From an optimization exercise on the open Yosys and OpenROAD flow, aimed at small area and a short achievable clock period; shortcuts taken in it are not production practice.
No functional check of the RTL was part of this run.
No activity file was given, so power comes from the tool's default toggle rates.

<file path="flow/flow/downsize.tcl">
# Swap every combinational cell of the synthesized netlist for the smallest
# cell of its family (same function and pins, lowest drive strength), so that
# timing repair later upsizes only where the paths need it.
read_db $::env(SYNTH_ODB)
set db [ord::get_db]
set fam [dict create]
foreach lib [$db getLibs] {
  foreach m [$lib getMasters] {
    set n [$m getName]
    if {![regexp {^(sky130_fd_sc_hd__[a-z0-9]+)_([0-9]+)$} $n -> base drv]} continue
    if {[string match "*lpflow*" $n] || [string match "*probe*" $n]} continue
    set a [expr {[$m getWidth] * [$m getHeight]}]
    if {![dict exists $fam $base] || $a < [lindex [dict get $fam $base] 1]} {
      dict set fam $base [list $m $a]
    }
  }
}
set swapped 0
foreach inst [[[$db getChip] getBlock] getInsts] {
  set m [$inst getMaster]
  set n [$m getName]
  if {![regexp {^(sky130_fd_sc_hd__[a-z0-9]+)_([0-9]+)$} $n -> base drv]} continue
  if {[string match "*df*" $base] || [string match "*conb*" $base]} continue
  if {![dict exists $fam $base]} continue
  set nm [lindex [dict get $fam $base] 0]
  if {[$nm getName] ne $n} {
    $inst swapMaster $nm
    incr swapped
  }
}
puts "downsize: swapped $swapped cells"
write_db $::env(SYNTH_ODB)
</file>
<file path="flow/constraint.sdc">
create_clock -name core_clock -period 8.0 [get_ports {clk}]
set_input_delay 1.6000 -clock core_clock [delete_from_list [all_inputs] [get_ports {clk}]]
set_output_delay 1.6000 -clock core_clock [all_outputs]
set_load 0.01 [all_outputs]
</file>
<file path="flow/standard.sh">
#!/bin/bash
# synth_recipe.tcl (not shown) runs the flow's synth.tcl, then flattens the netlist and writes it again
# the make line also repeats each setting of config.mk as NAME=value (left out here)
make -C /OpenROAD-flow-scripts/flow DESIGN_CONFIG=/design/flow/config.mk WORK_HOME=/design/flow/orfs CLKGATE_MAP_FILE= SYNTH_SCRIPT=/design/flow/synth_recipe.tcl "${@:-finish}"
</file>
<file path="flow/config.mk">
export PLATFORM = sky130hd
export DESIGN_NAME = fx_step_eval
export DESIGN_NICKNAME = fx_step_eval
export VERILOG_FILES = /design/flow/design.v
export SDC_FILE = /design/flow/constraint.sdc
export NUM_CORES = 4
export LEC_CHECK = 0
export CAP_MARGIN = 40
export CORE_AREA = 5 5 375 85
export DIE_AREA = 0 0 380 90
export PLACE_DENSITY = 0.75
export SETUP_SLACK_MARGIN = 4.6
export SLEW_MARGIN = 20
export SYNTH_HIERARCHICAL = 1
</file>
<file path="flow/flow/run.sh">
#!/bin/bash
# Standard synthesis, then every combinational cell set to its smallest size,
# then the standard layout with 1x buffers on the ports.
set -euo pipefail
RES=orfs/results/sky130hd/fx_step_eval/base
bash standard.sh synth > synth.log 2>&1
SYNTH_ODB=$RES/1_synth.odb openroad -no_init -exit flow/downsize.tcl > downsize.log 2>&1
bash standard.sh BUFFER_PORTS_ARGS="-buffer_cell sky130_fd_sc_hd__buf_1" finish > layout.log 2>&1
</file>
<file path="flow/design.v">
module fx_lane_eval (
    input  wire [30:0] ins,     
    input  wire [7:0]  opv,     
    input  wire [1:0]  pv,      
    output wire [1:0]  res,     
    output wire [1:0]  rch,     
    output wire        ill,     
    output wire        stg,     
    output wire [3:0]  trg_nnz,  
    output wire [3:0]  trg_none  
);
    wire [15:0] tt    = ins[30:15];
    wire [1:0]  kind  = ins[3:2];
    wire        exp_b = ins[1];
    wire        state = ins[0];
    wire [1:0] va = opv[1:0];
    wire [1:0] vb = opv[3:2];
    wire [1:0] vc = opv[5:4];
    wire [1:0] vd = opv[7:6];
    wire F0, F1;   
    wire F1e;      
    fx_lane_ctl u_ctl (.tt(tt), .opdh(ins[14:12]), .kind(kind), .state(state),
        .opv(opv[5:0]), .vd(vd), .pv(pv), .exp_b(exp_b), .ill(ill), .stg(stg),
        .F0(F0), .F1(F1), .F1e(F1e));
    wire a0, a1, ka0, ka1, b0, b1, kb0, kb1, c0, c1, kc0, kc1, keval, ke_ns, d0, d1, kd0r, kd1g, kd0g, n1a0, p0a0, n1a1, p0a1, n1a2, p0a2, n1a3, p0a3, n1a4, p0a4, n1a5, p0a5, n1a6, p0a6, n1a7, p0a7, p1b0, n0b0, p1b1, n0b1, p1b2, n0b2, p1b3, n0b3, n1c0, p0c0, n1c1, p0c1, any1g, any0, tA, tB, tC, tD, tnT, tTz, tTo, np1, np0;
    g_nand2b_1 u1 (.A_N(va[1]), .B(va[0]), .Y(a0));
    g_or2_1 u2 (.A(va[1]), .B(va[0]), .X(a1));
    g_nor2_1 u3 (.A(va[1]), .B(va[0]), .Y(ka0));
    g_nor2b_1 u4 (.A(va[1]), .B_N(va[0]), .Y(ka1));
    g_nor2b_1 u5 (.A(vb[1]), .B_N(vb[0]), .Y(kb1));
    g_nor2_1 u6 (.A(vb[1]), .B(vb[0]), .Y(kb0));
    g_inv_1 u7 (.A(kb1), .Y(b0));
    g_inv_1 u8 (.A(kb0), .Y(b1));
    g_nor2b_1 u9 (.A(vc[1]), .B_N(vc[0]), .Y(kc1));
    g_nor2_1 u10 (.A(vc[1]), .B(vc[0]), .Y(kc0));
    g_inv_1 u11 (.A(kc1), .Y(c0));
    g_inv_1 u12 (.A(kc0), .Y(c1));
    g_nor2_1 u13 (.A(kind[1]), .B(kind[0]), .Y(keval));
    g_nor3_1 u14 (.A(kind[1]), .B(kind[0]), .C(state), .Y(ke_ns));
    g_or3b_1 u15 (.A(state), .B(vd[1]), .C_N(vd[0]), .X(d0));
    g_nor2_1 u16 (.A(vd[1]), .B(vd[0]), .Y(kd0r));
    g_nor2_1 u17 (.A(state), .B(kd0r), .Y(d1));
    g_nand2_1 u18 (.A(keval), .B(d0), .Y(kd1g));
    g_o21ai_0 u19 (.A1(vd[1]), .A2(vd[0]), .B1(ke_ns), .Y(kd0g));
    g_a22oi_1 u20 (.A1(a0), .A2(tt[0]), .B1(a1), .B2(tt[1]), .Y(n1a0));
    g_o22ai_1 u21 (.A1(ka1), .A2(tt[0]), .B1(ka0), .B2(tt[1]), .Y(p0a0));
    g_a22oi_1 u22 (.A1(a0), .A2(tt[2]), .B1(a1), .B2(tt[3]), .Y(n1a1));
    g_o22ai_1 u23 (.A1(ka1), .A2(tt[2]), .B1(ka0), .B2(tt[3]), .Y(p0a1));
    g_a22oi_1 u24 (.A1(a0), .A2(tt[4]), .B1(a1), .B2(tt[5]), .Y(n1a2));
    g_o22ai_1 u25 (.A1(ka1), .A2(tt[4]), .B1(ka0), .B2(tt[5]), .Y(p0a2));
    g_a22oi_1 u26 (.A1(a0), .A2(tt[6]), .B1(a1), .B2(tt[7]), .Y(n1a3));
    g_o22ai_1 u27 (.A1(ka1), .A2(tt[6]), .B1(ka0), .B2(tt[7]), .Y(p0a3));
    g_a22oi_1 u28 (.A1(a0), .A2(tt[8]), .B1(a1), .B2(tt[9]), .Y(n1a4));
    g_o22ai_1 u29 (.A1(ka1), .A2(tt[8]), .B1(ka0), .B2(tt[9]), .Y(p0a4));
    g_a22oi_1 u30 (.A1(a0), .A2(tt[10]), .B1(a1), .B2(tt[11]), .Y(n1a5));
    g_o22ai_1 u31 (.A1(ka1), .A2(tt[10]), .B1(ka0), .B2(tt[11]), .Y(p0a5));
    g_a22oi_1 u32 (.A1(a0), .A2(tt[12]), .B1(a1), .B2(tt[13]), .Y(n1a6));
    g_o22ai_1 u33 (.A1(ka1), .A2(tt[12]), .B1(ka0), .B2(tt[13]), .Y(p0a6));
    g_a22oi_1 u34 (.A1(a0), .A2(tt[14]), .B1(a1), .B2(tt[15]), .Y(n1a7));
    g_o22ai_1 u35 (.A1(ka1), .A2(tt[14]), .B1(ka0), .B2(tt[15]), .Y(p0a7));
    g_o22ai_1 u36 (.A1(kb1), .A2(n1a0), .B1(kb0), .B2(n1a1), .Y(p1b0));
    g_a22oi_1 u37 (.A1(b0), .A2(p0a0), .B1(b1), .B2(p0a1), .Y(n0b0));
    g_o22ai_1 u38 (.A1(kb1), .A2(n1a2), .B1(kb0), .B2(n1a3), .Y(p1b1));
    g_a22oi_1 u39 (.A1(b0), .A2(p0a2), .B1(b1), .B2(p0a3), .Y(n0b1));
    g_o22ai_1 u40 (.A1(kb1), .A2(n1a4), .B1(kb0), .B2(n1a5), .Y(p1b2));
    g_a22oi_1 u41 (.A1(b0), .A2(p0a4), .B1(b1), .B2(p0a5), .Y(n0b2));
    g_o22ai_1 u42 (.A1(kb1), .A2(n1a6), .B1(kb0), .B2(n1a7), .Y(p1b3));
    g_a22oi_1 u43 (.A1(b0), .A2(p0a6), .B1(b1), .B2(p0a7), .Y(n0b3));
    g_a22oi_1 u44 (.A1(c0), .A2(p1b0), .B1(c1), .B2(p1b1), .Y(n1c0));
    g_o22ai_1 u45 (.A1(kc1), .A2(n0b0), .B1(kc0), .B2(n0b1), .Y(p0c0));
    g_a22oi_1 u46 (.A1(c0), .A2(p1b2), .B1(c1), .B2(p1b3), .Y(n1c1));
    g_o22ai_1 u47 (.A1(kc1), .A2(n0b2), .B1(kc0), .B2(n0b3), .Y(p0c1));
    g_o22ai_1 u48 (.A1(kd1g), .A2(n1c0), .B1(kd0g), .B2(n1c1), .Y(any1g));
    g_a22o_1 u49 (.A1(d0), .A2(p0c0), .B1(d1), .B2(p0c1), .X(any0));
    g_nor4_1 u50 (.A(tt[11]), .B(tt[10]), .C(tt[9]), .D(tt[8]), .Y(tA));
    g_nor4_1 u51 (.A(tt[7]), .B(tt[6]), .C(tt[5]), .D(tt[4]), .Y(tB));
    g_nor4_1 u52 (.A(tt[3]), .B(tt[2]), .C(state), .D(tt[15]), .Y(tC));
    g_nand4_1 u53 (.A(kind[1]), .B(kind[0]), .C(tt[13]), .D(tt[12]), .Y(tD));
    g_nand3_1 u54 (.A(tA), .B(tB), .C(tC), .Y(tnT));
    g_nor3_1 u55 (.A(tnT), .B(tD), .C(tt[14]), .Y(tTz));
    g_nor3_1 u56 (.A(tnT), .B(tD), .C(tt[14]), .Y(tTo));
    g_inv_1 u57 (.A(tt[1]), .Y(np1));
    g_inv_1 u58 (.A(tt[0]), .Y(np0));
    g_nand4_1 u59 (.A(tTz), .B(a1), .C(np1), .D(np0), .Y(trg_nnz[0]));
    g_nand4_1 u60 (.A(tTo), .B(ka1), .C(np1), .D(np0), .Y(trg_none[0]));
    g_nand4_1 u61 (.A(tTz), .B(a1), .C(np1), .D(tt[0]), .Y(trg_nnz[1]));
    g_nand4_1 u62 (.A(tTo), .B(ka1), .C(np1), .D(tt[0]), .Y(trg_none[1]));
    g_nand4_1 u63 (.A(tTz), .B(a1), .C(tt[1]), .D(np0), .Y(trg_nnz[2]));
    g_nand4_1 u64 (.A(tTo), .B(ka1), .C(tt[1]), .D(np0), .Y(trg_none[2]));
    g_nand4_1 u65 (.A(tTz), .B(a1), .C(tt[1]), .D(tt[0]), .Y(trg_nnz[3]));
    g_nand4_1 u66 (.A(tTo), .B(ka1), .C(tt[1]), .D(tt[0]), .Y(trg_none[3]));
    g_or2_1 u67 (.A(F0), .B(any1g), .X(res[0]));
    g_a21o_1 u68 (.A1(any1g), .A2(any0), .B1(F1), .X(res[1]));
    g_o21a_1 u69 (.A1(F0), .A2(any1g), .B1(exp_b), .X(rch[0]));
    g_a21o_1 u70 (.A1(any1g), .A2(any0), .B1(F1e), .X(rch[1]));
endmodule
module fx_lane_ctl(tt, opdh, kind, state, opv, vd, pv, exp_b, ill, stg, F0, F1, F1e);
  input [15:0] tt;
  wire [15:0] tt;
  input [2:0] opdh;
  wire [2:0] opdh;
  input [1:0] kind;
  wire [1:0] kind;
  input state;
  wire state;
  input [5:0] opv;
  wire [5:0] opv;
  input [1:0] vd;
  wire [1:0] vd;
  input [1:0] pv;
  wire [1:0] pv;
  input exp_b;
  wire exp_b;
  output ill;
  wire ill;
  output stg;
  wire stg;
  output F0;
  wire F0;
  output F1;
  wire F1;
  output F1e;
  wire F1e;
  wire _000_;
  wire _001_;
  wire _002_;
  wire _003_;
  wire _004_;
  wire _005_;
  wire _006_;
  wire _007_;
  wire _008_;
  wire _009_;
  wire _010_;
  wire _011_;
  wire _012_;
  wire _013_;
  wire _014_;
  wire _015_;
  wire _016_;
  wire _017_;
  wire _018_;
  wire _019_;
  wire _020_;
  wire _021_;
  wire _022_;
  wire _023_;
  wire _024_;
  wire _025_;
  wire _026_;
  wire _027_;
  wire _028_;
  wire _029_;
  wire _030_;
  wire _031_;
  wire _032_;
  wire _033_;
  wire _034_;
  wire _035_;
  wire _036_;
  wire _037_;
  wire _038_;
  wire _039_;
  wire _040_;
  wire _041_;
  wire _042_;
  wire _043_;
  wire _044_;
  wire _045_;
  wire _046_;
  wire _047_;
  wire _048_;
  wire _049_;
  wire _050_;
  wire _051_;
  wire _052_;
  wire _053_;
  wire _054_;
  wire _055_;
  wire _056_;
  wire _057_;
  wire _058_;
  wire _059_;
  wire _060_;
  wire _061_;
  wire _062_;
  wire _063_;
  wire _064_;
  wire _065_;
  wire _066_;
  wire _067_;
  wire _068_;
  wire _069_;
  wire _070_;
  wire _071_;
  wire _072_;
  wire _073_;
  wire _074_;
  wire _075_;
  wire _076_;
  wire _077_;
  wire _078_;
  wire _079_;
  wire _080_;
  wire _081_;
  wire _082_;
  wire _083_;
  wire _084_;
  wire _085_;
  wire _086_;
  wire _087_;
  wire _088_;
  wire _089_;
  wire _090_;
  wire _091_;
  wire _092_;
  wire _093_;
  wire _094_;
  wire _095_;
  wire _096_;
  g_nand2_1 _097_ (
    .A(_007_),
    .B(_061_),
    .Y(_030_)
  );
  g_o21ai_0 _098_ (
    .A1(_023_),
    .A2(_030_),
    .B1(_029_),
    .Y(_031_)
  );
  g_clkinv_1 _099_ (
    .A(pv[1]),
    .Y(_032_)
  );
  g_a21oi_1 _100_ (
    .A1(_081_),
    .A2(_032_),
    .B1(_090_),
    .Y(_033_)
  );
  g_a21oi_1 _101_ (
    .A1(_012_),
    .A2(_009_),
    .B1(tt[13]),
    .Y(_034_)
  );
  g_o221ai_1 _102_ (
    .A1(opv[1]),
    .A2(_034_),
    .B1(_070_),
    .B2(_031_),
    .C1(_033_),
    .Y(_035_)
  );
  g_o211ai_1 _103_ (
    .A1(pv[1]),
    .A2(_070_),
    .B1(_090_),
    .C1(_076_),
    .Y(_036_)
  );
  g_nand3_1 _104_ (
    .A(_000_),
    .B(_035_),
    .C(_036_),
    .Y(F1)
  );
  g_nand4_1 _105_ (
    .A(_000_),
    .B(exp_b),
    .C(_035_),
    .D(_036_),
    .Y(F1e)
  );
  g_o22ai_1 _106_ (
    .A1(tt[11]),
    .A2(tt[1]),
    .B1(tt[15]),
    .B2(tt[5]),
    .Y(_037_)
  );
  g_clkinv_1 _107_ (
    .A(tt[10]),
    .Y(_038_)
  );
  g_clkinv_1 _108_ (
    .A(tt[11]),
    .Y(_039_)
  );
  g_clkinv_1 _109_ (
    .A(tt[1]),
    .Y(_040_)
  );
  g_clkinv_1 _110_ (
    .A(tt[0]),
    .Y(_041_)
  );
  g_o22ai_1 _111_ (
    .A1(_038_),
    .A2(_041_),
    .B1(_039_),
    .B2(_040_),
    .Y(_042_)
  );
  g_nand4_1 _112_ (
    .A(_042_),
    .B(tt[3]),
    .C(tt[4]),
    .D(tt[2]),
    .Y(_043_)
  );
  g_nor2_1 _113_ (
    .A(_037_),
    .B(_043_),
    .Y(_044_)
  );
  g_nand4_1 _114_ (
    .A(_044_),
    .B(tt[7]),
    .C(tt[8]),
    .D(tt[6]),
    .Y(_045_)
  );
  g_nand2_1 _115_ (
    .A(tt[7]),
    .B(tt[8]),
    .Y(_046_)
  );
  g_nor2_1 _116_ (
    .A(tt[10]),
    .B(tt[11]),
    .Y(_047_)
  );
  g_clkinv_1 _117_ (
    .A(tt[12]),
    .Y(_048_)
  );
  g_clkinv_1 _118_ (
    .A(tt[14]),
    .Y(_049_)
  );
  g_nor2_1 _119_ (
    .A(_048_),
    .B(_049_),
    .Y(_050_)
  );
  g_o21ai_0 _120_ (
    .A1(_046_),
    .A2(_050_),
    .B1(_047_),
    .Y(_051_)
  );
  g_o21ai_0 _121_ (
    .A1(tt[12]),
    .A2(tt[14]),
    .B1(_051_),
    .Y(_052_)
  );
  g_clkinv_1 _122_ (
    .A(tt[13]),
    .Y(_053_)
  );
  g_nand2_1 _123_ (
    .A(_053_),
    .B(tt[14]),
    .Y(_054_)
  );
  g_nand2_1 _124_ (
    .A(_049_),
    .B(tt[13]),
    .Y(_055_)
  );
  g_a211oi_1 _125_ (
    .A1(_054_),
    .A2(_055_),
    .B1(tt[9]),
    .C1(tt[15]),
    .Y(_056_)
  );
  g_a31oi_1 _126_ (
    .A1(_045_),
    .A2(_052_),
    .A3(_056_),
    .B1(kind[1]),
    .Y(_057_)
  );
  g_clkinv_1 _127_ (
    .A(tt[15]),
    .Y(_058_)
  );
  g_nor2_1 _128_ (
    .A(tt[7]),
    .B(tt[6]),
    .Y(_059_)
  );
  g_nand3_1 _129_ (
    .A(_059_),
    .B(_048_),
    .C(_049_),
    .Y(_060_)
  );
  g_nor2_1 _130_ (
    .A(tt[9]),
    .B(tt[8]),
    .Y(_061_)
  );
  g_clkinv_1 _131_ (
    .A(_061_),
    .Y(_062_)
  );
  g_o21ai_0 _132_ (
    .A1(tt[13]),
    .A2(tt[5]),
    .B1(tt[15]),
    .Y(_063_)
  );
  g_o21ai_0 _133_ (
    .A1(tt[13]),
    .A2(tt[15]),
    .B1(_063_),
    .Y(_064_)
  );
  g_nor4_1 _134_ (
    .A(_060_),
    .B(_062_),
    .C(_064_),
    .D(_044_),
    .Y(_065_)
  );
  g_nor3_1 _135_ (
    .A(tt[10]),
    .B(tt[11]),
    .C(_062_),
    .Y(_066_)
  );
  g_o21ai_0 _136_ (
    .A1(_048_),
    .A2(_055_),
    .B1(_054_),
    .Y(_067_)
  );
  g_nor3_1 _137_ (
    .A(tt[5]),
    .B(tt[4]),
    .C(_058_),
    .Y(_068_)
  );
  g_o2111ai_1 _138_ (
    .A1(tt[14]),
    .A2(_068_),
    .B1(_053_),
    .C1(_059_),
    .D1(_066_),
    .Y(_069_)
  );
  g_clkinv_1 _139_ (
    .A(_050_),
    .Y(_070_)
  );
  g_nor3_1 _140_ (
    .A(tt[13]),
    .B(tt[15]),
    .C(_070_),
    .Y(_071_)
  );
  g_a21oi_1 _141_ (
    .A1(_071_),
    .A2(_047_),
    .B1(kind[0]),
    .Y(_072_)
  );
  g_nand2_1 _142_ (
    .A(_072_),
    .B(_069_),
    .Y(_073_)
  );
  g_a311oi_1 _143_ (
    .A1(_058_),
    .A2(_066_),
    .A3(_067_),
    .B1(_065_),
    .C1(_073_),
    .Y(_074_)
  );
  g_nor2_1 _144_ (
    .A(kind[1]),
    .B(kind[0]),
    .Y(_075_)
  );
  g_clkinv_1 _145_ (
    .A(_075_),
    .Y(_076_)
  );
  g_nor4_1 _146_ (
    .A(tt[7]),
    .B(tt[6]),
    .C(tt[5]),
    .D(tt[4]),
    .Y(_077_)
  );
  g_nor4_1 _147_ (
    .A(tt[3]),
    .B(tt[2]),
    .C(tt[1]),
    .D(tt[0]),
    .Y(_078_)
  );
  g_nand2_1 _148_ (
    .A(_078_),
    .B(_077_),
    .Y(_079_)
  );
  g_clkinv_1 _149_ (
    .A(tt[9]),
    .Y(_080_)
  );
  g_nor3_1 _150_ (
    .A(tt[13]),
    .B(tt[14]),
    .C(_048_),
    .Y(_081_)
  );
  g_nand3_1 _151_ (
    .A(_081_),
    .B(_080_),
    .C(_058_),
    .Y(_082_)
  );
  g_o221ai_1 _152_ (
    .A1(_079_),
    .A2(_082_),
    .B1(_057_),
    .B2(_074_),
    .C1(_076_),
    .Y(_083_)
  );
  g_o21ai_0 _153_ (
    .A1(tt[14]),
    .A2(tt[0]),
    .B1(_054_),
    .Y(_084_)
  );
  g_a21oi_1 _154_ (
    .A1(_084_),
    .A2(_040_),
    .B1(tt[12]),
    .Y(_085_)
  );
  g_o22ai_1 _155_ (
    .A1(tt[3]),
    .A2(tt[2]),
    .B1(tt[13]),
    .B2(_048_),
    .Y(_086_)
  );
  g_nand3_1 _156_ (
    .A(_070_),
    .B(_077_),
    .C(_086_),
    .Y(_087_)
  );
  g_o32ai_1 _157_ (
    .A1(_053_),
    .A2(tt[5]),
    .A3(_060_),
    .B1(_085_),
    .B2(_087_),
    .Y(_088_)
  );
  g_nand3_1 _158_ (
    .A(_088_),
    .B(_058_),
    .C(_066_),
    .Y(_089_)
  );
  g_nand2_1 _159_ (
    .A(kind[1]),
    .B(kind[0]),
    .Y(_090_)
  );
  g_a21oi_1 _160_ (
    .A1(tt[9]),
    .A2(tt[8]),
    .B1(_079_),
    .Y(_091_)
  );
  g_a21oi_1 _161_ (
    .A1(_091_),
    .A2(_071_),
    .B1(_090_),
    .Y(_092_)
  );
  g_clkinv_1 _162_ (
    .A(state),
    .Y(_093_)
  );
  g_nand4_1 _163_ (
    .A(state),
    .B(opdh[1]),
    .C(opdh[0]),
    .D(opdh[2]),
    .Y(_094_)
  );
  g_nor2_1 _164_ (
    .A(_094_),
    .B(_076_),
    .Y(stg)
  );
  g_nor2_1 _165_ (
    .A(_093_),
    .B(stg),
    .Y(_095_)
  );
  g_a21oi_1 _166_ (
    .A1(_089_),
    .A2(_092_),
    .B1(_095_),
    .Y(_096_)
  );
  g_nand2_1 _167_ (
    .A(_083_),
    .B(_096_),
    .Y(ill)
  );
  g_clkinv_1 _168_ (
    .A(ill),
    .Y(_000_)
  );
  g_clkinv_1 _169_ (
    .A(vd[0]),
    .Y(_001_)
  );
  g_nor3_1 _170_ (
    .A(_038_),
    .B(_039_),
    .C(_001_),
    .Y(_002_)
  );
  g_clkinv_1 _171_ (
    .A(opv[2]),
    .Y(_003_)
  );
  g_clkinv_1 _172_ (
    .A(opv[4]),
    .Y(_004_)
  );
  g_a21oi_1 _173_ (
    .A1(_003_),
    .A2(_004_),
    .B1(_039_),
    .Y(_005_)
  );
  g_nor2_1 _174_ (
    .A(_038_),
    .B(_003_),
    .Y(_006_)
  );
  g_nor4_1 _175_ (
    .A(opv[0]),
    .B(_006_),
    .C(_005_),
    .D(_002_),
    .Y(_007_)
  );
  g_clkinv_1 _176_ (
    .A(_007_),
    .Y(_008_)
  );
  g_clkinv_1 _177_ (
    .A(opv[3]),
    .Y(_009_)
  );
  g_nand2_1 _178_ (
    .A(_041_),
    .B(opv[2]),
    .Y(_010_)
  );
  g_nand2_1 _179_ (
    .A(_003_),
    .B(tt[0]),
    .Y(_011_)
  );
  g_a311oi_1 _180_ (
    .A1(_010_),
    .A2(_011_),
    .A3(_009_),
    .B1(tt[12]),
    .C1(_049_),
    .Y(_012_)
  );
  g_a21oi_1 _181_ (
    .A1(_053_),
    .A2(_070_),
    .B1(_007_),
    .Y(_013_)
  );
  g_o32ai_1 _182_ (
    .A1(opv[3]),
    .A2(opv[1]),
    .A3(_008_),
    .B1(_012_),
    .B2(_013_),
    .Y(_014_)
  );
  g_nand2_1 _183_ (
    .A(_081_),
    .B(pv[0]),
    .Y(_015_)
  );
  g_xor2_1 _184_ (
    .A(opv[0]),
    .B(opv[1]),
    .X(_016_)
  );
  g_o21ai_0 _185_ (
    .A1(opv[5]),
    .A2(_004_),
    .B1(tt[11]),
    .Y(_017_)
  );
  g_a21o_2 _186_ (
    .A1(_004_),
    .A2(opv[5]),
    .B1(_017_),
    .X(_018_)
  );
  g_xnor2_1 _187_ (
    .A(vd[0]),
    .B(vd[1]),
    .Y(_019_)
  );
  g_nand3_1 _188_ (
    .A(_019_),
    .B(tt[10]),
    .C(tt[11]),
    .Y(_020_)
  );
  g_a21oi_1 _189_ (
    .A1(_003_),
    .A2(opv[3]),
    .B1(_047_),
    .Y(_021_)
  );
  g_o21ai_0 _190_ (
    .A1(opv[3]),
    .A2(_003_),
    .B1(_021_),
    .Y(_022_)
  );
  g_nand4_1 _191_ (
    .A(_018_),
    .B(_020_),
    .C(_016_),
    .D(_022_),
    .Y(_023_)
  );
  g_o2111ai_1 _192_ (
    .A1(_080_),
    .A2(_023_),
    .B1(kind[0]),
    .C1(_015_),
    .D1(_014_),
    .Y(_024_)
  );
  g_clkinv_1 _193_ (
    .A(pv[0]),
    .Y(_025_)
  );
  g_nor2_1 _194_ (
    .A(_025_),
    .B(_070_),
    .Y(_026_)
  );
  g_o211ai_1 _195_ (
    .A1(kind[0]),
    .A2(_026_),
    .B1(kind[1]),
    .C1(_024_),
    .Y(_027_)
  );
  g_nand3b_1 _196_ (
    .A_N(kind[1]),
    .B(_026_),
    .C(kind[0]),
    .Y(_028_)
  );
  g_nand3_1 _197_ (
    .A(_000_),
    .B(_027_),
    .C(_028_),
    .Y(F0)
  );
  g_nand2_1 _198_ (
    .A(_008_),
    .B(_023_),
    .Y(_029_)
  );
endmodule
module g_a211oi_1 (input wire A1, input wire A2, input wire B1, input wire C1, output wire Y);
    assign Y = (~A1&~B1&~C1) | (~A2&~B1&~C1);
 endmodule
module g_a21o_1 (input wire A1, input wire A2, input wire B1, output wire X);
    assign X = (A1&A2) | (B1);
 endmodule
module g_a21o_2 (input wire A1, input wire A2, input wire B1, output wire X);
    assign X = (A1&A2) | (B1);
 endmodule
module g_a21oi_1 (input wire A1, input wire A2, input wire B1, output wire Y);
    assign Y = (~A1&~B1) | (~A2&~B1);
 endmodule
module g_a22o_1 (input wire A1, input wire A2, input wire B1, input wire B2, output wire X);
    assign X = (B1&B2) | (A1&A2);
 endmodule
module g_a22oi_1 (input wire A1, input wire A2, input wire B1, input wire B2, output wire Y);
    assign Y = (~A1&~B1) | (~A1&~B2) | (~A2&~B1) | (~A2&~B2);
 endmodule
module g_a311oi_1 (input wire A1, input wire A2, input wire A3, input wire B1, input wire C1, output wire Y);
    assign Y = (~A1&~B1&~C1) | (~A2&~B1&~C1) | (~A3&~B1&~C1);
 endmodule
module g_a31oi_1 (input wire A1, input wire A2, input wire A3, input wire B1, output wire Y);
    assign Y = (~A1&~B1) | (~A2&~B1) | (~A3&~B1);
 endmodule
module g_clkinv_1 (input wire A, output wire Y);
    assign Y = (~A);
 endmodule
module g_inv_1 (input wire A, output wire Y);
    assign Y = (~A);
 endmodule
module g_nand2_1 (input wire A, input wire B, output wire Y);
    assign Y = (~A) | (~B);
 endmodule
module g_nand2b_1 (input wire A_N, input wire B, output wire Y);
    assign Y = (A_N) | (~B);
 endmodule
module g_nand3_1 (input wire A, input wire B, input wire C, output wire Y);
    assign Y = (~A) | (~B) | (~C);
 endmodule
module g_nand3b_1 (input wire A_N, input wire B, input wire C, output wire Y);
    assign Y = (A_N) | (~B) | (~C);
 endmodule
module g_nand4_1 (input wire A, input wire B, input wire C, input wire D, output wire Y);
    assign Y = (~A) | (~B) | (~C) | (~D);
 endmodule
module g_nor2_1 (input wire A, input wire B, output wire Y);
    assign Y = (~A&~B);
 endmodule
module g_nor2b_1 (input wire A, input wire B_N, output wire Y);
    assign Y = (~A&B_N);
 endmodule
module g_nor3_1 (input wire A, input wire B, input wire C, output wire Y);
    assign Y = (~A&~B&~C);
 endmodule
module g_nor4_1 (input wire A, input wire B, input wire C, input wire D, output wire Y);
    assign Y = (~A&~B&~C&~D);
 endmodule
module g_o2111ai_1 (input wire A1, input wire A2, input wire B1, input wire C1, input wire D1, output wire Y);
    assign Y = (~A1&~A2) | (~B1) | (~C1) | (~D1);
 endmodule
module g_o211ai_1 (input wire A1, input wire A2, input wire B1, input wire C1, output wire Y);
    assign Y = (~A1&~A2) | (~B1) | (~C1);
 endmodule
module g_o21a_1 (input wire A1, input wire A2, input wire B1, output wire X);
    assign X = (A1&B1) | (A2&B1);
 endmodule
module g_o21ai_0 (input wire A1, input wire A2, input wire B1, output wire Y);
    assign Y = (~A1&~A2) | (~B1);
 endmodule
module g_o221ai_1 (input wire A1, input wire A2, input wire B1, input wire B2, input wire C1, output wire Y);
    assign Y = (~B1&~B2) | (~A1&~A2) | (~C1);
 endmodule
module g_o22ai_1 (input wire A1, input wire A2, input wire B1, input wire B2, output wire Y);
    assign Y = (~B1&~B2) | (~A1&~A2);
 endmodule
module g_o32ai_1 (input wire A1, input wire A2, input wire A3, input wire B1, input wire B2, output wire Y);
    assign Y = (~A1&~A2&~A3) | (~B1&~B2);
 endmodule
module g_or2_1 (input wire A, input wire B, output wire X);
    assign X = (A) | (B);
 endmodule
module g_or3b_1 (input wire A, input wire B, input wire C_N, output wire X);
    assign X = (A) | (B) | (~C_N);
 endmodule
module g_xnor2_1 (input wire A, input wire B, output wire Y);
    assign Y = (~A&~B) | (A&B);
 endmodule
module g_xor2_1 (input wire A, input wire B, output wire X);
    assign X = (A&~B) | (~A&B);
 endmodule
module fx_step_eval #(
    parameter LANES = 16
) (
    input  wire                 clk,
    input  wire [31*LANES-1:0]  ins,    
    input  wire [8*LANES-1:0]   opv,    
    input  wire [2*LANES-1:0]   pv,     
    output reg  [2*LANES-1:0]   res,
    output reg  [2*LANES-1:0]   rch,
    output reg  [LANES-1:0]     ill,
    output reg  [LANES-1:0]     stg,
    output reg  [7:0]           trg     
);
    wire [2*LANES-1:0] res_c;
    wire [2*LANES-1:0] rch_c;
    wire [LANES-1:0]   ill_c;
    wire [LANES-1:0]   stg_c;
    wire [4*LANES-1:0] nnz_c;    
    wire [4*LANES-1:0] none_c;   
    genvar l;
    generate
        for (l = 0; l < LANES; l = l + 1) begin : g_lane
            fx_lane_eval u_lane (
                .ins     (ins[31*l +: 31]),
                .opv     (opv[8*l +: 8]),
                .pv      (pv[2*l +: 2]),
                .res     (res_c[2*l +: 2]),
                .rch     (rch_c[2*l +: 2]),
                .ill     (ill_c[l]),
                .stg     (stg_c[l]),
                .trg_nnz (nnz_c[4*l +: 4]),
                .trg_none(none_c[4*l +: 4])
            );
        end
    endgenerate
    wire [7:0] trg_c;
    wire z0_0, z0_1, z0_2, z0_3, nany_z0, o0_0, o0_1, o0_2, o0_3, nany_o0, z1_0, z1_1, z1_2, z1_3, nany_z1, o1_0, o1_1, o1_2, o1_3, nany_o1, z2_0, z2_1, z2_2, z2_3, nany_z2, o2_0, o2_1, o2_2, o2_3, nany_o2, z3_0, z3_1, z3_2, z3_3, nany_z3, o3_0, o3_1, o3_2, o3_3, nany_o3;
    g_nand4_1 u1 (.A(nnz_c[0]), .B(nnz_c[4]), .C(nnz_c[8]), .D(nnz_c[12]), .Y(z0_0));
    g_nand4_1 u2 (.A(nnz_c[16]), .B(nnz_c[20]), .C(nnz_c[24]), .D(nnz_c[28]), .Y(z0_1));
    g_nand4_1 u3 (.A(nnz_c[32]), .B(nnz_c[36]), .C(nnz_c[40]), .D(nnz_c[44]), .Y(z0_2));
    g_nand4_1 u4 (.A(nnz_c[48]), .B(nnz_c[52]), .C(nnz_c[56]), .D(nnz_c[60]), .Y(z0_3));
    g_nor4_1 u5 (.A(z0_0), .B(z0_1), .C(z0_2), .D(z0_3), .Y(nany_z0));
    g_nand4_1 u6 (.A(none_c[0]), .B(none_c[4]), .C(none_c[8]), .D(none_c[12]), .Y(o0_0));
    g_nand4_1 u7 (.A(none_c[16]), .B(none_c[20]), .C(none_c[24]), .D(none_c[28]), .Y(o0_1));
    g_nand4_1 u8 (.A(none_c[32]), .B(none_c[36]), .C(none_c[40]), .D(none_c[44]), .Y(o0_2));
    g_nand4_1 u9 (.A(none_c[48]), .B(none_c[52]), .C(none_c[56]), .D(none_c[60]), .Y(o0_3));
    g_nor4_1 u10 (.A(o0_0), .B(o0_1), .C(o0_2), .D(o0_3), .Y(nany_o0));
    g_inv_1 u11 (.A(nany_z0), .Y(trg_c[0]));
    g_nor2b_1 u12 (.A(nany_z0), .B_N(nany_o0), .Y(trg_c[1]));
    g_nand4_1 u13 (.A(nnz_c[1]), .B(nnz_c[5]), .C(nnz_c[9]), .D(nnz_c[13]), .Y(z1_0));
    g_nand4_1 u14 (.A(nnz_c[17]), .B(nnz_c[21]), .C(nnz_c[25]), .D(nnz_c[29]), .Y(z1_1));
    g_nand4_1 u15 (.A(nnz_c[33]), .B(nnz_c[37]), .C(nnz_c[41]), .D(nnz_c[45]), .Y(z1_2));
    g_nand4_1 u16 (.A(nnz_c[49]), .B(nnz_c[53]), .C(nnz_c[57]), .D(nnz_c[61]), .Y(z1_3));
    g_nor4_1 u17 (.A(z1_0), .B(z1_1), .C(z1_2), .D(z1_3), .Y(nany_z1));
    g_nand4_1 u18 (.A(none_c[1]), .B(none_c[5]), .C(none_c[9]), .D(none_c[13]), .Y(o1_0));
    g_nand4_1 u19 (.A(none_c[17]), .B(none_c[21]), .C(none_c[25]), .D(none_c[29]), .Y(o1_1));
    g_nand4_1 u20 (.A(none_c[33]), .B(none_c[37]), .C(none_c[41]), .D(none_c[45]), .Y(o1_2));
    g_nand4_1 u21 (.A(none_c[49]), .B(none_c[53]), .C(none_c[57]), .D(none_c[61]), .Y(o1_3));
    g_nor4_1 u22 (.A(o1_0), .B(o1_1), .C(o1_2), .D(o1_3), .Y(nany_o1));
    g_inv_1 u23 (.A(nany_z1), .Y(trg_c[2]));
    g_nor2b_1 u24 (.A(nany_z1), .B_N(nany_o1), .Y(trg_c[3]));
    g_nand4_1 u25 (.A(nnz_c[2]), .B(nnz_c[6]), .C(nnz_c[10]), .D(nnz_c[14]), .Y(z2_0));
    g_nand4_1 u26 (.A(nnz_c[18]), .B(nnz_c[22]), .C(nnz_c[26]), .D(nnz_c[30]), .Y(z2_1));
    g_nand4_1 u27 (.A(nnz_c[34]), .B(nnz_c[38]), .C(nnz_c[42]), .D(nnz_c[46]), .Y(z2_2));
    g_nand4_1 u28 (.A(nnz_c[50]), .B(nnz_c[54]), .C(nnz_c[58]), .D(nnz_c[62]), .Y(z2_3));
    g_nor4_1 u29 (.A(z2_0), .B(z2_1), .C(z2_2), .D(z2_3), .Y(nany_z2));
    g_nand4_1 u30 (.A(none_c[2]), .B(none_c[6]), .C(none_c[10]), .D(none_c[14]), .Y(o2_0));
    g_nand4_1 u31 (.A(none_c[18]), .B(none_c[22]), .C(none_c[26]), .D(none_c[30]), .Y(o2_1));
    g_nand4_1 u32 (.A(none_c[34]), .B(none_c[38]), .C(none_c[42]), .D(none_c[46]), .Y(o2_2));
    g_nand4_1 u33 (.A(none_c[50]), .B(none_c[54]), .C(none_c[58]), .D(none_c[62]), .Y(o2_3));
    g_nor4_1 u34 (.A(o2_0), .B(o2_1), .C(o2_2), .D(o2_3), .Y(nany_o2));
    g_inv_1 u35 (.A(nany_z2), .Y(trg_c[4]));
    g_nor2b_1 u36 (.A(nany_z2), .B_N(nany_o2), .Y(trg_c[5]));
    g_nand4_1 u37 (.A(nnz_c[3]), .B(nnz_c[7]), .C(nnz_c[11]), .D(nnz_c[15]), .Y(z3_0));
    g_nand4_1 u38 (.A(nnz_c[19]), .B(nnz_c[23]), .C(nnz_c[27]), .D(nnz_c[31]), .Y(z3_1));
    g_nand4_1 u39 (.A(nnz_c[35]), .B(nnz_c[39]), .C(nnz_c[43]), .D(nnz_c[47]), .Y(z3_2));
    g_nand4_1 u40 (.A(nnz_c[51]), .B(nnz_c[55]), .C(nnz_c[59]), .D(nnz_c[63]), .Y(z3_3));
    g_nor4_1 u41 (.A(z3_0), .B(z3_1), .C(z3_2), .D(z3_3), .Y(nany_z3));
    g_nand4_1 u42 (.A(none_c[3]), .B(none_c[7]), .C(none_c[11]), .D(none_c[15]), .Y(o3_0));
    g_nand4_1 u43 (.A(none_c[19]), .B(none_c[23]), .C(none_c[27]), .D(none_c[31]), .Y(o3_1));
    g_nand4_1 u44 (.A(none_c[35]), .B(none_c[39]), .C(none_c[43]), .D(none_c[47]), .Y(o3_2));
    g_nand4_1 u45 (.A(none_c[51]), .B(none_c[55]), .C(none_c[59]), .D(none_c[63]), .Y(o3_3));
    g_nor4_1 u46 (.A(o3_0), .B(o3_1), .C(o3_2), .D(o3_3), .Y(nany_o3));
    g_inv_1 u47 (.A(nany_z3), .Y(trg_c[6]));
    g_nor2b_1 u48 (.A(nany_z3), .B_N(nany_o3), .Y(trg_c[7]));
    always @(posedge clk) begin
        res <= res_c;
        rch <= rch_c;
        ill <= ill_c;
        stg <= stg_c;
        trg <= trg_c;
    end
endmodule
</file>
==> notes.md <==
Critical Path AT 3.66 ns; P per Cell Area 96.7 nW/µm²; Hold WC Path Type in2reg; clock sinks 104; CTS tree built; slowest cell on the critical path buf_1; hold_ws 1.43 ns; Crit path largest cell delay 0.47 ns; final hold violations 0; Starting Density 60.1%; setup TNS 0 ns; Die Width 380 µm; DRT iter0 DRCs 5,302; CP startpoint kind primary input; Die Y 90 µm; Area Overhead vs Synth 18.9%; most frequent cells in the layout buf_1 (585), inv_1 (436), o22ai_1 (288), nor2_1 (256), nand4_1 (256); Total GRT Usage 41.3%; via count 28,392; routability cong. 1.10; Slew Viols, Final 0; Pleak 7.76 nW; H-tree Lvls 3; Overflow after GRT 0; Mapped Area 17,500 µm²; Final Cycle Share 42.4%; core box area 29,200 µm²; CTS buffer count 9; share of cells above drive strength 1 2.25%; Fmax 0.294 GHz; syn nets 3,561; first-pass GRT wire length 123 mm; PortBufs 632; clk root buf clkbuf_16; row cnt 29; Slew HR 45.3%; final wirelength 78.7 mm; largest net degree at the start of global routing 18; final setup fails 0; yosys warns 7; DR pass1 iterations 14; Crit Path Class in2reg; num ports 761; Syn Area/Cell 6.04 µm²; Final HPWL DP 60.0 mm; Placed Area 20,400 µm²; crit path time final 3.40 ns; Slew @ Worst Pin 0.819 ns; Sequential Area 2080 µm²; Post-DRT Antenna Nets 0; die area 34,200 µm²; Max IR drop VDD 0.0000914 V; Final Non-Filler Cells 3,963; vias per cell 7.16; Crit Path Max Fanout 11; RSZ-0062 raised after global routing yes; initial antenna violation count 9; MaxCap Viol Count 0; WL/cell 19.9 µm; cell area after layout 20,900 µm²; fin nets 4,205; placed cells 3,939; CP endpoint kind flip-flop; Cells after Synth 2,904; Most common cell on crit path nand4_1; # DRC 0; most common cell after layout, fill and taps aside buf_1; CP required 8.27 ns; fill cell count 2,542; status timing/DRC/antenna clean; Clock Tree Buf Depth 2; multi-input logic area 13,900 µm²; vias in the first global route 25,461; Post-CTS Setup Inserts 0; Clock transition at path regs 0.08 ns; Cell Chain, Critical Path buf_1 -> nand4_1 -> nor3_1 -> nand4_1 -> nand4_1 -> nor4_1 -> nor2b_1
==> final timing paths <==
check | startpoint | cells after the start | slack [ns] | endpoint
max | ins[152] | 7 | 4.60 | trg[5]
min | ins[292] | 3 | 1.43 | stg[9]
==> sequential cells by signal, summed over array words and instances (netlist names) <==
signal	flops
stg	16
trg	8
ill	16
rch	32
res	32
==> per-layer routing <==
metal  wire length, µm  vias to the layer above  track usage [%]
met5               213                        -                0
li1                  -                    12697                -
met2             34500                     2637             67.3
met4              4410                       12             19.7
met3             11600                      627             12.9
met1             27900                    12419             49.8
==> what timing repair did <==
| item | in CTS | in global routing |
|---|---|---|
| endpoints found under the hold margin | 0 | 0 |
| endpoints found under the setup margin | 4 | 68 |
| hold buffers | 0 | 0 |
| gates cloned | 0 | 0 |
| pin swaps | 0 | 0 |
| resized for setup | 1 | 63 |
==> through the flow <==
step,power [W],util [%],setup WS [ns]
3_3_place_gp,0.00148,70.0,4.25
2_1_floorplan,0.00109,-,4.93
6_report,0.00202,71.5,4.60
3_5_place_dp,0.00151,70.0,4.23
5_1_grt,0.00212,71.5,4.56
4_1_cts,0.00196,70.9,4.61
==> power by group <==
| part | total [W] | leakage, nW | switching (W) | internal (W) |
|---|---|---|---|---|
| Combinational | 0.00101 | 6.78 | 0.000680 | 0.000330 |
| Clock | 0.000461 | 0.129 | 0.000248 | 0.000213 |
| Sequential | 0.000547 | 0.854 | 0.00000672 | 0.000540 |
==> area by class of cell <==
| type | count | share of cell area [%] |
|---|---|---|
| Antenna cell | 7 | 0.0839 |
| Clock buffer | 10 | 1.10 |
| Clock inverter | 6 | 0.204 |
| Inverter | 436 | 7.84 |
| Multi-Input combinational cell | 2364 | 66.7 |
| Sequential cell | 104 | 9.98 |
| Tap cell | 403 | 2.42 |
| Timing Repair Buffer | 633 | 11.7 |
==> critical path, delay by kind of cell <==
kind                   cells  cell delay, ns
buffers and inverters      1            0.47
AND/OR/NAND/NOR            6            1.57

==> afterwards: timing with drivers on the ports <==
No port has a modelled driver above. Below, the same layout with a new extraction and two added sets of constraints.
Step 1 assumes that a clkbuf_16 drives the clock port and a buf_2 every other input.
Step 2 moves the port delays by t, midway between the first and last clock arrival at a register: inputs arrive t later, outputs are due t later. That takes back most of the time a late clock gives input paths.
Slacks: ideal ports / drivers / drivers and shift; pairs: ideal ports / drivers.
t (ns): 0.435
setup slack, ns: 4.604 / 4.625 / 4.190
worst setup path after step 2: input to register
After both steps setup and hold are still met in this run. For this run, drivers alone change the setup slack by +0.021 ns; drivers and shift together by -0.414 ns.
